What follows belongs to an exercise in optimizing a design on an open flow for small area, a short achievable clock period and few clock cycles; a production flow would make more cautious choices.
The RTL was checked by simulation tests, not by an equivalence proof against the original design.

`flow/config.mk`:
```
export PLATFORM = sky130hd
export DESIGN_NAME = prb_decomp
export DESIGN_NICKNAME = prb_decomp
export VERILOG_FILES = /design/flow/design.v
export SDC_FILE = /design/flow/constraint.sdc
export NUM_CORES = 4
export LEC_CHECK = 0
export ABC_AREA = 1
export CAP_MARGIN = 20
export CELL_PAD_IN_SITES_DETAIL_PLACEMENT = 0
export CELL_PAD_IN_SITES_GLOBAL_PLACEMENT = 0
export CORE_MARGIN = 2
export CORE_UTILIZATION = 48
export CTS_BUF_LIST = sky130_fd_sc_hd__clkbuf_4 sky130_fd_sc_hd__clkbuf_8
export CTS_CLUSTER_SIZE = 20
export PLACE_DENSITY = 0.6
export SLEW_MARGIN = 20
export SETUP_SLACK_MARGIN = 23
export BUFFER_PORTS_ARGS = -buffer_cell sky130_fd_sc_hd__buf_2
```
`flow/constraint.sdc`:
```
create_clock -name core_clock -period 30.0 [get_ports {clk}]
set_input_delay 6.0000 -clock core_clock [delete_from_list [all_inputs] [get_ports {clk}]]
set_output_delay 6.0000 -clock core_clock [all_outputs]
set_load 0.01 [all_outputs]
```
`flow/design.v`:
```
module prb_comp_dec (
    input  wire        m3,        
    input  wire        mul,       
    input  wire [4:0]  t,         
    input  wire [16:0] x,         
    input  wire [8:0]  y,         
    output wire [15:0] q,
    output wire        sat
);
    wire [15:0] u = x[16:1];
    wire [2:0]  seg = u[14:12];
    wire [19:0] a   = {7'd0, 1'b1, u[11:0]} << seg;
    reg  [7:0]  ah;
    reg         z;
    integer j;
    always @* begin
        z = 1'b1;
        for (j = 0; j < 8; j = j + 1) begin
            ah[j] = a[12 + j] ^ z;
            z = z & ~a[12 + j];
        end
    end
    wire [19:0] ml  = {ah, a[11:0]};
    reg  [20:0] v3;
    reg         o;
    always @* begin
        o = 1'b0;
        for (j = 0; j < 21; j = j + 1) begin
            v3[j] = (j < 20 ? ml[j] : 1'b0) ^ (u[15] & o);
            o = o | (j < 20 ? ml[j] : 1'b0);
        end
    end
    wire [20:0] v   = m3 ? v3 : {{5{u[15]}}, u};
    wire [50:0] g   = {{15{v[20]}}, v, 15'd0};
    wire [30:0] g16 = t[4] ? g[46:16]   : g[30:0];
    wire [22:0] g8  = t[3] ? g16[30:8]  : g16[22:0];
    wire [18:0] g4  = t[2] ? g8[22:4]   : g8[18:0];
    wire [16:0] g2  = t[1] ? g4[18:2]   : g4[16:0];
    wire [15:0] gs  = t[0] ? g2[16:1]   : g2[15:0];
    wire [20:0] dif = v ^ {21{v[20]}};
    wire [31:0] tge = 32'hffffffff << t;                  
    wire        fit_s = ~|(dif & tge[20:0]);
    wire [17:0] yr;
    wire        tie;
    prb_mul mu (.x(x), .y(y), .yr(yr), .tie(tie));
    wire        fit_m = (yr[17:15] == 3'b000) | (yr[17:15] == 3'b111);
    wire        fit  = mul ? fit_m : fit_s;
    wire        sgn  = mul ? yr[17] : v[20];
    wire [15:0] val  = mul ? {yr[15:1], yr[0] & ~tie} : gs[15:0];
    assign q   = fit ? val : (sgn ? 16'h8000 : 16'h7fff);
    assign sat = ~fit;
endmodule
module prb_mul (
    input  wire [16:0] x,
    input  wire [8:0]  y,
    output wire [17:0] yr,
    output wire        tie
);
    wire [10:0] yy = {y[8], y, 1'b0};
    wire [17:0] x1 = {x[16], x};
    wire [17:0] x2 = {x, 1'b0};
    wire        ng0 = yy[2];
    wire        o0  = yy[1] ^ yy[0];
    wire        t0  = (yy[2] & ~yy[1] & ~yy[0]) | (~yy[2] & yy[1] & yy[0]);
    wire [17:0] pp0 = (({18{o0}} & x1) | ({18{t0}} & x2)) ^ {18{ng0}};
    wire        ng1 = yy[4];
    wire        o1  = yy[3] ^ yy[2];
    wire        t1  = (yy[4] & ~yy[3] & ~yy[2]) | (~yy[4] & yy[3] & yy[2]);
    wire [17:0] pp1 = (({18{o1}} & x1) | ({18{t1}} & x2)) ^ {18{ng1}};
    wire        ng2 = yy[6];
    wire        o2  = yy[5] ^ yy[4];
    wire        t2  = (yy[6] & ~yy[5] & ~yy[4]) | (~yy[6] & yy[5] & yy[4]);
    wire [17:0] pp2 = (({18{o2}} & x1) | ({18{t2}} & x2)) ^ {18{ng2}};
    wire        ng3 = yy[8];
    wire        o3  = yy[7] ^ yy[6];
    wire        t3  = (yy[8] & ~yy[7] & ~yy[6]) | (~yy[8] & yy[7] & yy[6]);
    wire [17:0] pp3 = (({18{o3}} & x1) | ({18{t3}} & x2)) ^ {18{ng3}};
    wire        ng4 = yy[10];
    wire        o4  = yy[9] ^ yy[8];
    wire        t4  = (yy[10] & ~yy[9] & ~yy[8]) | (~yy[10] & yy[9] & yy[8]);
    wire [17:0] pp4 = (({18{o4}} & x1) | ({18{t4}} & x2)) ^ {18{ng4}};
    wire d1 = pp0[6] ^ pp1[4];
    wire d2 = pp0[6] & pp1[4];
    wire d3 = pp0[7] ^ pp1[5] ^ pp2[3];
    wire d4 = (pp0[7] & pp1[5]) | (pp0[7] & pp2[3]) | (pp1[5] & pp2[3]);
    wire d5 = pp0[8] ^ pp1[6] ^ pp2[4];
    wire d6 = (pp0[8] & pp1[6]) | (pp0[8] & pp2[4]) | (pp1[6] & pp2[4]);
    wire d7 = pp0[9] ^ pp1[7] ^ pp2[5];
    wire d8 = (pp0[9] & pp1[7]) | (pp0[9] & pp2[5]) | (pp1[7] & pp2[5]);
    wire d9 = pp0[10] ^ pp1[8] ^ pp2[6];
    wire d10 = (pp0[10] & pp1[8]) | (pp0[10] & pp2[6]) | (pp1[8] & pp2[6]);
    wire d11 = pp0[11] ^ pp1[9] ^ pp2[7];
    wire d12 = (pp0[11] & pp1[9]) | (pp0[11] & pp2[7]) | (pp1[9] & pp2[7]);
    wire d13 = pp0[12] ^ pp1[10] ^ pp2[8];
    wire d14 = (pp0[12] & pp1[10]) | (pp0[12] & pp2[8]) | (pp1[10] & pp2[8]);
    wire d15 = pp0[13] ^ pp1[11] ^ pp2[9];
    wire d16 = (pp0[13] & pp1[11]) | (pp0[13] & pp2[9]) | (pp1[11] & pp2[9]);
    wire d17 = pp0[14] ^ pp1[12] ^ pp2[10];
    wire d18 = (pp0[14] & pp1[12]) | (pp0[14] & pp2[10]) | (pp1[12] & pp2[10]);
    wire d19 = pp0[15] ^ pp1[13] ^ pp2[11];
    wire d20 = (pp0[15] & pp1[13]) | (pp0[15] & pp2[11]) | (pp1[13] & pp2[11]);
    wire d21 = pp0[16] ^ pp1[14] ^ pp2[12];
    wire d22 = (pp0[16] & pp1[14]) | (pp0[16] & pp2[12]) | (pp1[14] & pp2[12]);
    wire d23 = pp0[17] ^ pp1[15] ^ pp2[13];
    wire d24 = (pp0[17] & pp1[15]) | (pp0[17] & pp2[13]) | (pp1[15] & pp2[13]);
    wire d25 = ~pp0[17] ^ pp1[16] ^ pp2[14];
    wire d26 = (~pp0[17] & pp1[16]) | (~pp0[17] & pp2[14]) | (pp1[16] & pp2[14]);
    wire d27 = pp1[17] ^ pp2[15] ^ pp3[13];
    wire d28 = (pp1[17] & pp2[15]) | (pp1[17] & pp3[13]) | (pp2[15] & pp3[13]);
    wire d29 = ~pp1[17] ^ pp2[16];
    wire d30 = ~pp1[17] & pp2[16];
    wire d31 = pp2[17] ^ pp3[15];
    wire d32 = pp2[17] & pp3[15];
    wire d33 = pp0[4] ^ pp1[2];
    wire d34 = pp0[4] & pp1[2];
    wire d35 = pp0[5] ^ pp1[3];
    wire d36 = pp0[5] & pp1[3];
    wire d37 = pp2[2] ^ pp3[0] ^ ng3;
    wire d38 = (pp2[2] & pp3[0]) | (pp2[2] & ng3) | (pp3[0] & ng3);
    wire d39 = pp3[1] ^ 1'b1 ^ d3;
    wire d40 = (pp3[1] & 1'b1) | (pp3[1] & d3) | (1'b1 & d3);
    wire d41 = pp3[2] ^ pp4[0] ^ ng4;
    wire d42 = (pp3[2] & pp4[0]) | (pp3[2] & ng4) | (pp4[0] & ng4);
    wire d43 = pp3[3] ^ pp4[1] ^ d7;
    wire d44 = (pp3[3] & pp4[1]) | (pp3[3] & d7) | (pp4[1] & d7);
    wire d45 = pp3[4] ^ pp4[2] ^ d9;
    wire d46 = (pp3[4] & pp4[2]) | (pp3[4] & d9) | (pp4[2] & d9);
    wire d47 = pp3[5] ^ pp4[3] ^ d11;
    wire d48 = (pp3[5] & pp4[3]) | (pp3[5] & d11) | (pp4[3] & d11);
    wire d49 = pp3[6] ^ pp4[4] ^ d13;
    wire d50 = (pp3[6] & pp4[4]) | (pp3[6] & d13) | (pp4[4] & d13);
    wire d51 = pp3[7] ^ pp4[5] ^ d15;
    wire d52 = (pp3[7] & pp4[5]) | (pp3[7] & d15) | (pp4[5] & d15);
    wire d53 = pp3[8] ^ pp4[6] ^ d17;
    wire d54 = (pp3[8] & pp4[6]) | (pp3[8] & d17) | (pp4[6] & d17);
    wire d55 = pp3[9] ^ pp4[7] ^ d19;
    wire d56 = (pp3[9] & pp4[7]) | (pp3[9] & d19) | (pp4[7] & d19);
    wire d57 = pp3[10] ^ pp4[8] ^ d21;
    wire d58 = (pp3[10] & pp4[8]) | (pp3[10] & d21) | (pp4[8] & d21);
    wire d59 = pp3[11] ^ pp4[9] ^ d23;
    wire d60 = (pp3[11] & pp4[9]) | (pp3[11] & d23) | (pp4[9] & d23);
    wire d61 = pp3[12] ^ pp4[10] ^ 1'b1;
    wire d62 = (pp3[12] & pp4[10]) | (pp3[12] & 1'b1) | (pp4[10] & 1'b1);
    wire d63 = pp4[11] ^ 1'b1 ^ d27;
    wire d64 = (pp4[11] & 1'b1) | (pp4[11] & d27) | (1'b1 & d27);
    wire d65 = pp3[14] ^ pp4[12] ^ d29;
    wire d66 = (pp3[14] & pp4[12]) | (pp3[14] & d29) | (pp4[12] & d29);
    wire d67 = pp4[13] ^ 1'b1 ^ d31;
    wire d68 = (pp4[13] & 1'b1) | (pp4[13] & d31) | (1'b1 & d31);
    wire d69 = ~pp2[17] ^ pp3[16] ^ pp4[14];
    wire d70 = (~pp2[17] & pp3[16]) | (~pp2[17] & pp4[14]) | (pp3[16] & pp4[14]);
    wire d71 = pp3[17] ^ pp4[15];
    wire d72 = pp3[17] & pp4[15];
    wire d73 = pp0[2] ^ pp1[0];
    wire d74 = pp0[2] & pp1[0];
    wire d75 = pp0[3] ^ pp1[1];
    wire d76 = pp0[3] & pp1[1];
    wire d77 = pp2[0] ^ ng2 ^ d33;
    wire d78 = (pp2[0] & ng2) | (pp2[0] & d33) | (ng2 & d33);
    wire d79 = pp2[1] ^ d35 ^ d34;
    wire d80 = (pp2[1] & d35) | (pp2[1] & d34) | (d35 & d34);
    wire d81 = d1 ^ d37 ^ d36;
    wire d82 = (d1 & d37) | (d1 & d36) | (d37 & d36);
    wire d83 = d2 ^ d39 ^ d38;
    wire d84 = (d2 & d39) | (d2 & d38) | (d39 & d38);
    wire d85 = d5 ^ d4 ^ d41;
    wire d86 = (d5 & d4) | (d5 & d41) | (d4 & d41);
    wire d87 = d6 ^ d43 ^ d42;
    wire d88 = (d6 & d43) | (d6 & d42) | (d43 & d42);
    wire d89 = d8 ^ d45 ^ d44;
    wire d90 = (d8 & d45) | (d8 & d44) | (d45 & d44);
    wire d91 = d10 ^ d47 ^ d46;
    wire d92 = (d10 & d47) | (d10 & d46) | (d47 & d46);
    wire d93 = d12 ^ d49 ^ d48;
    wire d94 = (d12 & d49) | (d12 & d48) | (d49 & d48);
    wire d95 = d14 ^ d51 ^ d50;
    wire d96 = (d14 & d51) | (d14 & d50) | (d51 & d50);
    wire d97 = d16 ^ d53 ^ d52;
    wire d98 = (d16 & d53) | (d16 & d52) | (d53 & d52);
    wire d99 = d18 ^ d55 ^ d54;
    wire d100 = (d18 & d55) | (d18 & d54) | (d55 & d54);
    wire d101 = d20 ^ d57 ^ d56;
    wire d102 = (d20 & d57) | (d20 & d56) | (d57 & d56);
    wire d103 = d22 ^ d59 ^ d58;
    wire d104 = (d22 & d59) | (d22 & d58) | (d59 & d58);
    wire d105 = d25 ^ d24 ^ d61;
    wire d106 = (d25 & d24) | (d25 & d61) | (d24 & d61);
    wire d107 = d26 ^ d63 ^ d62;
    wire d108 = (d26 & d63) | (d26 & d62) | (d63 & d62);
    wire d109 = d28 ^ d65 ^ d64;
    wire d110 = (d28 & d65) | (d28 & d64) | (d65 & d64);
    wire d111 = d30 ^ d67 ^ d66;
    wire d112 = (d30 & d67) | (d30 & d66) | (d67 & d66);
    wire d113 = d32 ^ d69 ^ d68;
    wire d114 = (d32 & d69) | (d32 & d68) | (d69 & d68);
    wire d115 = 1'b1 ^ d71 ^ d70;
    wire d116 = (1'b1 & d71) | (1'b1 & d70) | (d71 & d70);
    wire d117 = ~pp3[17] ^ pp4[16] ^ d72;
    wire d118 = (~pp3[17] & pp4[16]) | (~pp3[17] & d72) | (pp4[16] & d72);
    wire d119 = pp4[17] ^ 1'b1;
    wire d120 = pp4[17] & 1'b1;
    wire d121 = d40 ^ d85;
    wire d122 = d40 & d85;
    wire d123 = d87 ^ d86;
    wire d124 = d87 & d86;
    wire d125 = d89 ^ d88;
    wire d126 = d89 & d88;
    wire d127 = d91 ^ d90;
    wire d128 = d91 & d90;
    wire d129 = d93 ^ d92;
    wire d130 = d93 & d92;
    wire d131 = d95 ^ d94;
    wire d132 = d95 & d94;
    wire d133 = d97 ^ d96;
    wire d134 = d97 & d96;
    wire d135 = d99 ^ d98;
    wire d136 = d99 & d98;
    wire d137 = d101 ^ d100;
    wire d138 = d101 & d100;
    wire d139 = d103 ^ d102;
    wire d140 = d103 & d102;
    wire d141 = d60 ^ d105 ^ d104;
    wire d142 = (d60 & d105) | (d60 & d104) | (d105 & d104);
    wire d143 = d107 ^ d106;
    wire d144 = d107 & d106;
    wire d145 = d109 ^ d108;
    wire d146 = d109 & d108;
    wire d147 = d111 ^ d110;
    wire d148 = d111 & d110;
    wire d149 = d113 ^ d112;
    wire d150 = d113 & d112;
    wire d151 = d115 ^ d114;
    wire d152 = d115 & d114;
    wire d153 = d117 ^ d116;
    wire d154 = d117 & d116;
    wire d155 = d119 ^ d118;
    wire d156 = d119 & d118;
    wire [25:0] sa = {d155, d153, d151, d149, d147, d145, d143, d141, d139, d137, d135, d133, d131, d129, d127, d125, d123, d84, d83, d81, d79, d77, d75, ng1, pp0[1], pp0[0]};
    wire [25:0] sb = {d154, d152, d150, d148, d146, d144, d142, d140, d138, d136, d134, d132, d130, d128, d126, d124, d122, d121, d82, d80, d78, d76, d74, d73, 1'b0, ng0};
    wire [8:0]  lo = {1'b0, sa[7:0]} + {1'b0, sb[7:0]};
    wire [7:0]  zb = (sa[7:0] ^ sb[7:0]) ^ {sa[6:0] | sb[6:0], 1'b0};
    wire [18:0] hi = {sa[25:8], 1'b1} + {sb[25:8], lo[8]};
    assign yr  = hi[18:1];
    assign tie = ~|zb;
endmodule
module prb_decomp (
    input  wire        clk,
    input  wire        rst,           
    input  wire [3:0]  cfg_meth,      
    input  wire [3:0]  cfg_width,     
    input  wire [15:0] cfg_mc_scale,  
    input  wire        cfg_mc_csf,    
    input  wire        in_valid,
    output wire        in_ready,
    input  wire [7:0]  in_data,
    output reg         out_valid,
    input  wire        out_ready,
    output reg  [15:0] out_i,
    output reg  [15:0] out_q,
    output reg  [1:0]  out_sat,       
    output reg         out_bad,       
    output reg         out_last       
);
    reg        rdy_q;
    reg [31:0] acc;                   
    reg [5:0]  n;                     
    reg [5:0]  bcnt;                  
    reg        pend;                  
    reg [3:0]  fi_meth;
    reg [3:0]  fi_w;                  
    reg [15:0] fi_k;                  
    reg        fi_csf;
    assign in_ready = rdy_q;
    wire take    = in_valid & rdy_q;
    wire first   = (bcnt == 6'd0);
    wire cfg_par = (cfg_meth[3:2] == 2'b00) && (cfg_meth[1:0] != 2'b00);
    wire take_d  = take & ~(first & cfg_par);           
    wire [4:0] fi_w5  = {fi_w == 4'd0, fi_w};
    wire       fi_par = (fi_meth[3:2] == 2'b00) && (fi_meth[1:0] != 2'b00);
    wire [5:0] fi_bl  = {fi_w5, 1'b0} + {1'b0, fi_w5} - {5'd0, ~fi_par};  
    wire       blast  = (bcnt == fi_bl);
    reg [4:0]  xcnt;                  
    reg [16:0] rx;                    
    reg [8:0]  ry;                    
    reg        u_v;
    wire       u_q    = ~xcnt[0];
    wire       u_last = (xcnt == 5'd0);
    reg [3:0]  fd_w;
    reg        fd_c4;                 
    reg        fd_bad, fd_m3, fd_mul, fd_m4;
    reg [4:0]  fd_t;                  
    wire       fi_m0  = (fi_meth == 4'd0);
    wire       fi_m3  = (fi_meth == 4'd3);
    wire       fi_m4  = (fi_meth == 4'd4);
    wire       fi_ok  = (fi_meth <= 4'd2) | (fi_m3 & (fi_w5 >= 5'd4)) | (fi_m4 & (fi_w5 <= 5'd8));
    wire [4:0] fi_t   = (fi_m0 | ~fi_ok) ? 5'd15 : (5'd31 - {1'b0, fi_k[3:0]} - fi_w5);
    wire [4:0] fd_w5 = {fd_w == 4'd0, fd_w};
    wire       xnew  = (xcnt == 5'd0);
    wire [4:0] wx    = xnew ? fi_w5 : fd_w5;
    wire       have  = (n >= {1'b0, wx});
    wire       u_ok  = ~u_v | ~out_valid | out_ready;
    wire       ext   = have & (xnew ? (~u_v | ~out_valid) : u_ok);
    wire [46:0] ewin = {acc, 15'd0};
    wire [5:0]  nm1  = n - 6'd1;
    wire [30:0] es16 = nm1[4] ? ewin[46:16] : ewin[30:0];
    wire [22:0] es8  = nm1[3] ? es16[30:8]  : es16[22:0];
    wire [18:0] es4  = nm1[2] ? es8[22:4]   : es8[18:0];
    wire [16:0] es2  = nm1[1] ? es4[18:2]   : es4[16:0];
    wire [15:0] esh  = nm1[0] ? es2[16:1]   : es2[15:0];
    wire [15:0] umask = ~(16'hffff >> wx);
    wire        csfx = xnew ? (fi_m4 & fi_ok & fi_csf) : fd_c4;
    wire        badx = xnew ? ~fi_ok : fd_bad;
    wire [15:0] cbit = {1'b0, umask[15:1]} & ~umask & {16{csfx}};
    wire [15:0] u_nx = (esh[15:0] & umask & {16{~badx}}) | cbit;
    wire        m4x  = xnew ? (fi_m4 & fi_ok) : fd_m4;
    wire        ld_rx = xnew | ~m4x;
    wire        ld_ry = xnew | m4x;
    wire [16:0] rx_nx = m4x ? {1'b0, fi_k} : {u_nx, 1'b0};
    wire [8:0]  ry_nx = m4x ? u_nx[15:7] : {1'b0, fi_k[7:0]};
    wire [5:0] n_x  = n - {1'b0, wx};
    wire [5:0] n_00 = n;
    wire [5:0] n_01 = n + 6'd8;
    wire [5:0] n_10 = n_x;
    wire [5:0] n_11 = n_x + 6'd8;
    wire [5:0] n_nx = ext ? (take_d ? n_11 : n_10) : (take_d ? n_01 : n_00);
    wire [5:0] bcnt_nx = take ? (first ? 6'd1 : (blast ? 6'd0 : bcnt + 6'd1)) : bcnt;
    wire       pend_nx = (pend & ~(ext & xnew)) | (take & first);
    wire       rdy_nx  = (n_nx <= 6'd24) & ~((bcnt_nx == 6'd0) & pend_nx);
    wire [15:0] y;
    wire        ys;
    prb_comp_dec dec (
        .m3(fd_m3), .mul(fd_mul), .t(fd_t),
        .x(rx), .y(ry), .q(y), .sat(ys)
    );
    wire out_free = ~out_valid | out_ready;
    wire wr_i = u_v & ~u_q & out_free;
    wire wr_q = u_v &  u_q & out_free;
    always @(posedge clk) begin
        if (rst) begin
            rdy_q     <= 1'b1;
            n         <= 6'd0;
            bcnt      <= 6'd0;
            pend      <= 1'b0;
            xcnt      <= 5'd0;
            u_v       <= 1'b0;
            out_valid <= 1'b0;
        end else begin
            rdy_q <= rdy_nx;
            n     <= n_nx;
            bcnt  <= bcnt_nx;
            pend  <= pend_nx;
            if (ext)
                xcnt <= (xcnt == 5'd23) ? 5'd0 : xcnt + 5'd1;
            if (ext)
                u_v <= 1'b1;
            else if (out_free)
                u_v <= 1'b0;
            if (wr_q)
                out_valid <= 1'b1;
            else if (out_ready)
                out_valid <= 1'b0;
        end
    end
    always @(posedge clk) begin
        if (take_d)
            acc <= {acc[23:0], in_data};
        if (take & first) begin
            fi_meth <= cfg_meth;
            fi_w    <= cfg_width;
            fi_k    <= (cfg_meth == 4'd4) ? cfg_mc_scale : {8'd0, in_data};
            fi_csf  <= cfg_mc_csf;
        end
        if (ext) begin
            if (ld_rx)
                rx <= rx_nx;
            if (ld_ry)
                ry <= ry_nx;
        end
        if (ext & xnew) begin
            fd_w    <= fi_w;
            fd_c4   <= fi_m4 & fi_ok & fi_csf;
            fd_bad  <= ~fi_ok;
            fd_m3   <= fi_m3 & fi_ok;
            fd_mul  <= ((fi_meth == 4'd2) | fi_m4) & fi_ok;
            fd_m4   <= fi_m4 & fi_ok;
            fd_t    <= fi_t;
        end
        if (wr_i) begin
            out_i      <= y;
            out_sat[1] <= ys;
        end
        if (wr_q) begin
            out_q      <= y;
            out_sat[0] <= ys;
            out_bad    <= fd_bad;
            out_last   <= u_last;
        end
    end
endmodule
```
`flow/flow/run.sh`:
```
#!/bin/bash
set -euo pipefail
cat flow/extra.mk >> config.mk
bash standard.sh > standard_make.log 2>&1
```
`flow/flow/extra.mk`:
```
export SETUP_SLACK_MARGIN = 23
export BUFFER_PORTS_ARGS = -buffer_cell sky130_fd_sc_hd__buf_2
```
`flow/standard.sh`:
```
#!/bin/bash
# synth_recipe.tcl (not shown) runs the flow's synth.tcl, then flattens the netlist and writes it again
# the make line also repeats each setting of config.mk as NAME=value (left out here)
make -C /OpenROAD-flow-scripts/flow DESIGN_CONFIG=/design/flow/config.mk WORK_HOME=/design/flow/orfs CLKGATE_MAP_FILE= SYNTH_SCRIPT=/design/flow/synth_recipe.tcl "${@:-finish}"
```
==> flow_results.org <==
** Run status
- The flow ran to the end and the layout has no timing, DRC or antenna violations.

** GRT
- First-pass GRT wire length :: 65.44 mm
- Entering global routing, the biggest net connects 30 pins.
- Across every metal layer, demand over resource in global routing totals 26.03%.
- The via count of the first global-routing pass is 12586.
- Initial antenna violation count :: 0
- After global routing the overflow that remains totals 0.

** Die
- For this design the top-level I/O count stands at 75.
- Floorplan Core Area :: 30430 sq um
- The floorplan step defined a die boundary enclosing 32080 sq um.
- Vert. Die Dim :: 179.1 microns
- Effective utilization at floorplan :: 48.38%
- Placement Rows :: 64
- DIE WIDTH :: 179.1 microns

** Synthesis
- Summing the areas of all xor and xnor instances in the mapped netlist gives 6.961% of the synthesized area.
- Post-Synthesis Cell Area :: 14720 sq um
- Fraction of registers with async set or reset after synthesis :: 0%
- For this run, the leading register cell type out of synthesis is sky130_fd_sc_hd__edfxtp_1.
- After synthesis, the largest family of logic cells by area is simple AND/OR/NAND/NOR gates.
- Complex-gate fraction of the synthesized area :: 15.16%
- Area share of fa/ha/maj cells after synthesis :: 14.47%
- Of the synthesized area, sequential elements account for 29.99%.
- Counting every net in the synthesized netlist gives 2137.
- Distinct cell type count after synthesis :: 58
- Synthesis handed over a netlist of 1958 instances.
- Post-synthesis simple-gate area fraction :: 23.14%
- After synthesis the netlist holds a flip-flop and latch count of 154.
- After synthesis, the share of cell area in mux cells is 1.496%.
- Average size of a mapped cell :: 7.518 sq um
- In this run, synthesis inferred 133 flip-flops with an integrated enable.
- The Yosys step of the flow raised 2 warnings.

** Setup path
- STA classifies the critical path endpoint as an output pin.
- Critical Path, Cell by Cell :: buf_2
- Counting cells, the worst reg-to-reg path comes to 25.
- The worst register-to-register path begins at rx[16].
- Worst endpoint data arrival time :: 1.07 ns
- Data on the critical path is required at its endpoint by 24.00 ns.
- In this run the worst path has a maximum fanout of 1.
- Critical Path Stages :: 1
- The critical path starts at out_bad.
- Cell family contributing the most delay on the critical path :: flip-flops
- The worst setup path is launched from a register.
- Critical path buffer and inverter count :: 1
- Stage delay of the slowest cell on the critical path :: 0.44 ns
- By startpoint and endpoint, the worst setup path is classified as reg -> out.
- The largest individual stage delay along the critical path comes from the cell sky130_fd_sc_hd__edfxtp_1.

** Finish
- Final Net Count :: 2181
- Antenna diode count :: 0
- The filler cells instantiated in the layout total 2995.
- Final standard cell utilization of the core :: 53.25%
- The sequential cells in the finished layout cover a total of 4419 sq um.
- Final Instance Count excl. Fillers :: 2411
- Relative to the synthesized area, the layout overhead comes to 10.07%.
- The multi-input combinational cells in the finished layout cover a total of 9249 sq um.
- In the layout the commonest cells are sky130_fd_sc_hd__nand2_1 (443), sky130_fd_sc_hd__inv_1 (229), sky130_fd_sc_hd__o21ai_0 (153), sky130_fd_sc_hd__nand3_1 (153), sky130_fd_sc_hd__edfxtp_1 (133).
- The library cell used most frequently in the layout, excluding fill and tap cells, is sky130_fd_sc_hd__nand2_1.
- In the final layout, the share of cells above drive strength 1 is 10.72%.

** Placement
- Sum of net half-perimeters after detailed placement :: 31.21 mm
- Buffers placed on the I/O ports in this run total 74.
- Final weighted congestion in routability-driven placement :: 0.9294
- Number of placed instances, taps included :: 2350
- Prior to clock tree synthesis, the placed netlist has a worst setup slack of 21.79 ns.

** Timing
- Hold Violations, Final :: 0
- Crit path time final :: 7.071 ns
- Setup violations remaining at the end of the flow were counted as 0.
- Clock Skew :: 0.02095 ns
- TNS Setup :: 0 ns
- The final max-slew violation count was 0.
- Timing would allow up to 0.1414 GHz.
- The worst pin sits at a relative slew slack of 37.21%.
- Setup slack on the critical path of the routed design comes to 22.93 ns.
- For the pin with the worst max-slew slack, the measured transition is 0.9418 ns.
- Setup repair after global routing could not meet its margin everywhere.
- Final clock period utilization by the worst path :: 23.57%

** Clock network
- Worst-skew pair later-pin latency :: 0.48 ns
- The number of clock buffers added by TritonCTS is 17.
- TritonCTS clock tree :: done
- The longest clock path from root to sink contains 2 buffers.
- Number of buffers added to fix hold violations after cts :: 0
- Clk sinks :: 154
- Clock-pin slew was measured on the worst setup and hold paths at 0.10 ns.
- Clock root buffer master :: sky130_fd_sc_hd__clkbuf_8
- The H-tree generated during clock tree synthesis spans 4 levels.

** Drt
- Detailed-router iteration count before antenna repair :: 6
- Once detail routing completed, the nets flagged for antenna violations numbered 0.
- Number of DRC violations after detailed routing :: 0
- Final wirelength :: 40.92 mm
- Number of DRC markers in iteration 0 :: 1018
- Vias post-DR :: 13455
- Wire length per cell :: 16.97 microns
- Average via count per standard cell :: 5.581

** Job
- Across the run, the number of max-cap violations was 0.

** Worst hold path
- The worst hold path was traced through 0 stages.
- Path class of the lowest-slack min-delay path :: reg -> reg
- In this run the most critical hold path is launched from acc[17].
[synth_stat cells, types with 3 or more instances]
master	n	area [sq um]
sky130_fd_sc_hd__and2_1	3	18.77
sky130_fd_sc_hd__ha_1	95	1189
sky130_fd_sc_hd__a311oi_1	3	26.28
sky130_fd_sc_hd__a211oi_1	4	30.03
sky130_fd_sc_hd__mux2_2	8	90.09
sky130_fd_sc_hd__xor2_1	99	867.1
sky130_fd_sc_hd__o2111ai_1	3	26.28
sky130_fd_sc_hd__xnor2_1	18	157.7
sky130_fd_sc_hd__o221ai_1	5	43.79
sky130_fd_sc_hd__inv_2	6	22.52
sky130_fd_sc_hd__or2_2	8	50.05
sky130_fd_sc_hd__o211ai_1	7	52.55
sky130_fd_sc_hd__o22ai_1	71	444.2
sky130_fd_sc_hd__o21ai_0	161	805.8
sky130_fd_sc_hd__o31ai_1	4	30.03
sky130_fd_sc_hd__dfxtp_1	21	420.4
sky130_fd_sc_hd__clkbuf_1	68	255.2
sky130_fd_sc_hd__edfxtp_1	133	3994
sky130_fd_sc_hd__nand3_1	153	765.7
sky130_fd_sc_hd__fa_1	47	940.9
sky130_fd_sc_hd__a21oi_1	77	385.4
sky130_fd_sc_hd__o32ai_1	4	35.03
sky130_fd_sc_hd__o21ai_1	12	60.06
sky130_fd_sc_hd__a22oi_1	8	60.06
sky130_fd_sc_hd__nand4_1	21	131.4
sky130_fd_sc_hd__inv_1	232	870.8
sky130_fd_sc_hd__nand4_2	3	37.54
sky130_fd_sc_hd__buf_4	4	30.03
sky130_fd_sc_hd__nand2_1	449	1685
sky130_fd_sc_hd__nand2_2	4	25.02
sky130_fd_sc_hd__nor2_1	126	473.0
sky130_fd_sc_hd__a21o_1	3	22.52
sky130_fd_sc_hd__nor3_1	14	70.07
sky130_fd_sc_hd__clkinv_1	12	45.04
sky130_fd_sc_hd__nand3b_1	5	37.54
sky130_fd_sc_hd__a31oi_1	17	106.4
sky130_fd_sc_hd__mux2i_1	13	130.1
sky130_fd_sc_hd__buf_1	11	41.29
[flip-flops by register name, indices dropped and copies added (netlist names), 2 cells and up]
register / count
n: 6
rx: 17
fd_w: 4
out_i: 16
fd_t: 5
bcnt: 6
fi_meth: 4
ry: 9
fi_k: 16
xcnt: 5
out_sat: 2
out_q: 16
acc: 32
fi_w: 4
[cell type report]
type | instances | share of cell area (%)
Inverter | 250 | 5.946
Clock inverter | 14 | 0.9961
Timing Repair inverter | 1 | 0.03089
Tap cell | 396 | 3.058
Sequential cell | 154 | 27.27
Timing Repair Buffer | 106 | 4.124
Clock buffer | 18 | 1.490
Multi-Input combinational cell | 1472 | 57.08
[path summary, 6_finish.rpt]
check | slack (ns) | endpoint
max | 22.93 | out_bad
min | 0.46 | acc[25]
max reg2reg | 23.57 | out_q[0]
min reg2reg | 0.46 | acc[25]
[cell families after synthesis]
family / count (synthesis)
AO/OA/AOI/OAI: 391
XOR/XNOR: 117
multiplexers: 21
flip-flops: 154
buffers and inverters: 336
adder cells (fa/ha/maj): 142
AND/OR/NAND/NOR: 797
[metal layers]
metal  vias to the layer above  track usage, %  routed length [microns]
li1                       6700               -                        -
met1                      6317           33.82                    17920
met2                       377           45.34                    20260
met3                        61           2.757                     1717
met4                         0           8.367                     1025
met5                         -               0                        0
[repair_timing]
action | CTS | global route
pin swaps | 7 | 11
buffers inserted | 10 | 13
setup endpoints to repair | 134 | 72
gates resized for setup | 17 | 32
cloned | 4 | 1
[metrics by stage]
stage	instance area, sq um	hold slack (ns)
after floorplan	14840	0.4208
after global placement	15390	0.4297
after detailed placement	15390	0.4341
after CTS	15980	0.4583
after global routing	16200	0.4655
final	16200	0.4559
Testbench counts, summed over its fixed seeds: cycles 102,509.

==> re-timing with driven ports <==
The results above use ideal ports. As a check the final layout listed here was re-extracted and re-timed, cells and wires unchanged.
Step 1 (the two cells are an assumption about what drives the block):
set clk [get_ports {clk}]
set_driving_cell -lib_cell sky130_fd_sc_hd__clkbuf_16 $clk
set_driving_cell -lib_cell sky130_fd_sc_hd__buf_2 [delete_from_list [all_inputs] $clk]
Step 2 times the ports against the registers' clock, not the clock port: input delays grow and output delays shrink by t, the midpoint of the rising clock arrivals with the driver on.
a / b / c = ideal / step 1 / step 2; a / b = the first two.
t (ns): 0.514
setup WS [ns]: 22.929 / 22.882 / 22.521
hold slack, ns: 0.456 / 0.456 / 0.456
clock arrival spread, ns: 0.021 / 0.021
After both steps this run still meets setup and hold. The setup slack of this run moves by -0.047 ns with the drivers and by -0.408 ns with both steps.
